This design comes from an exercise in tuning for small area on the open sky130 flow, not from production work.
In this exercise RTL edits were held to simulation tests only and were not proved equivalent to the original.

==> flow/design.v (excerpt) <==
module fa_mac_slot (
    input  wire         clk,
    input  wire         gsr,
    input  wire         gwe,
    input  wire [63:0]  x,
    input  wire [63:0]  y,
    input  wire [3:0]   ce,
    input  wire [3:0]   rst,
    input  wire [3:0]   aclr,
    input  wire [3:0]   sub,
    input  wire [7:0]   op_mode,
    input  wire [3:0]   sign_x,
    input  wire [3:0]   sign_y,
    input  wire [3:0]   frac,
    input  wire [3:0]   in_delay,
    input  wire [7:0]   rnd,
    input  wire [3:0]   sat,
    input  wire [7:0]   out_fmt,
    input  wire [39:0]  cin,
    output wire [39:0]  cout,
    output wire [159:0] out
);
    wire [39:0] chain [0:4];
    assign chain[0] = cin;
    genvar u;
    generate
        for (u = 0; u < 4; u = u + 1) begin : g_unit
            fa_mac_unit unit (
                .clk      (clk),
                .gsr      (gsr),
                .gwe      (gwe),
                .x        (x[16*u +: 16]),
                .y        (y[16*u +: 16]),
                .ce       (ce[u]),
                .rst      (rst[u]),
                .aclr     (aclr[u]),
                .sub      (sub[u]),
                .op_mode  (op_mode[2*u +: 2]),
                .sign_x   (sign_x[u]),
                .sign_y   (sign_y[u]),
                .frac     (frac[u]),
                .in_delay (in_delay[u]),
                .rnd      (rnd[2*u +: 2]),
                .sat      (sat[u]),
                .out_fmt  (out_fmt[2*u +: 2]),
                .cin      (chain[u]),
                .cout     (chain[u+1]),
                .out      (out[40*u +: 40])
  ...
export LEC_CHECK = 0
export CAP_MARGIN = 20
export CORE_MARGIN = 2
export CORE_UTILIZATION = 70
export CTS_BUF_LIST = sky130_fd_sc_hd__clkbuf_4 sky130_fd_sc_hd__clkbuf_8
export CTS_CLUSTER_DIAMETER = 70
export CTS_CLUSTER_SIZE = 18
export SLEW_MARGIN = 20
export SYNTH_HIERARCHICAL = 1
export SYNTH_MINIMUM_KEEP_SIZE = 0
create_clock -name core_clock -period 12.0 [get_ports {clk}]
standard.sh (not shown) runs the stock make flow with config.mk's settings and CLKGATE_MAP_FILE= SYNTH_SCRIPT=/design/flow/synth_recipe.tcl, a recipe that flattens the netlist after the stock synthesis.
==> flow/flow/run.sh <==
#!/bin/bash
# The standard layout (the standard.sh: standard synthesis, floorplan,
# placement, CTS, routing), except that the buffers placed on the input and
# output ports are the smallest buffer cell instead of the default delay cell.
set -euo pipefail
export BUFFER_PORTS_ARGS="-buffer_cell sky130_fd_sc_hd__buf_1"
bash standard.sh > standard.log 2>&1
The starting point completed with no timing, DRC or antenna violations.
Edit:
- CORE_UTILIZATION: 70 -> 80
- CTS_BUF_LIST: sky130_fd_sc_hd__clkbuf_4 sky130_fd_sc_hd__clkbuf_8 -> sky130_fd_sc_hd__clkbuf_16
- CTS_CLUSTER_DIAMETER: 70 -> 80
- CTS_CLUSTER_SIZE: 18 -> 30
Outcome: Wire length came out higher by 4.7%; non-clock buffer count came out lower by 7.
Edit:
- CTS_BUF_LIST: sky130_fd_sc_hd__clkbuf_16 -> sky130_fd_sc_hd__clkbuf_4 sky130_fd_sc_hd__clkbuf_8
- CTS_CLUSTER_DIAMETER: 80 -> 60
- CTS_CLUSTER_SIZE: 30 -> 15
After rerunning: The new run passed the timing, DRC and antenna checks; clock skew falls by 13 ps; design area is about the same; core utilization shrinks by 0.11 points; first-iteration DRC count goes down by about 6.4%; via count shrinks by 0.33%; register-to-register slack improves by 100 ps; cell count climbs by 0.50%; routed wire length came out lower by 0.96%.
Edit:
- CORE_UTILIZATION: 80 -> 70
Outcome: The new run finished clean; setup slack improved by 5.6 ps; clock skew went up by 19 ps; clock-buffer cell count went up by 3; non-clock buffer count went up by 4; cell area went up by 0.48%; synthesized cell count is unchanged.
Edit:
- CTS_CLUSTER_DIAMETER: 60 -> 50
- CTS_CLUSTER_SIZE: 15 -> 12
The new run ran to the end with no violations.
Via count went up by 0.55%.
Fmax hardly moves.
Edit:
- CORE_UTILIZATION: 70 -> 80
- CTS_CLUSTER_DIAMETER: 50 -> 60
- CTS_CLUSTER_SIZE: 12 -> 15
- PLACE_DENSITY: default -> 0.85
Register-to-register slack is about the same; sequential share of layout area increases by 0.22 points; clock-buffer cell count decreases by 26; synthesized cell count is unchanged; area after synthesis does not change; worst hold slack barely changes; critical path depth grows by 1; utilization rose by 10 points; non-clock buffer count goes down by 4.

[re-timing with driven ports]
The flow's constraints put no driver on any port. The routed layouts listed below were extracted and timed again, unchanged, in two steps.
Step 1 sets driving cells, clkbuf_16 on the clock port and buf_2 on the other inputs (assumed; they add their load-dependent delay and slew).
Step 2 times the ports against the registers' clock, not the clock port: input delays grow and output delays shrink by t, the midpoint of the rising clock arrivals with the driver on.
Three values: ideal ports, drivers, drivers and shift; two values: the first two.
| run | t, ns | slack for setup (ns) | latest minus earliest clock arrival (ns) | cell pins on the clock port's net |
|---|---|---|---|---|
| the first run | 0.843 | 1.430 / 1.430 / 1.430 | 0.051 / 0.051 | 1 |
| the second run | 0.683 | 1.338 / 1.338 / 1.338 | 0.047 / 0.048 | 1 |
| the third run | 0.808 | 1.441 / 1.441 / 1.441 | 0.047 / 0.047 | 1 |
| the fourth run | 0.879 | 1.447 / 1.447 / 1.447 | 0.056 / 0.057 | 1 |
| the fifth run | 0.832 | 1.448 / 1.448 / 1.448 | 0.063 / 0.063 | 1 |
| the sixth run | 0.808 | 1.441 / 1.441 / 1.441 | 0.047 / 0.047 | 1 |
After both steps setup and hold are still met in every run listed.
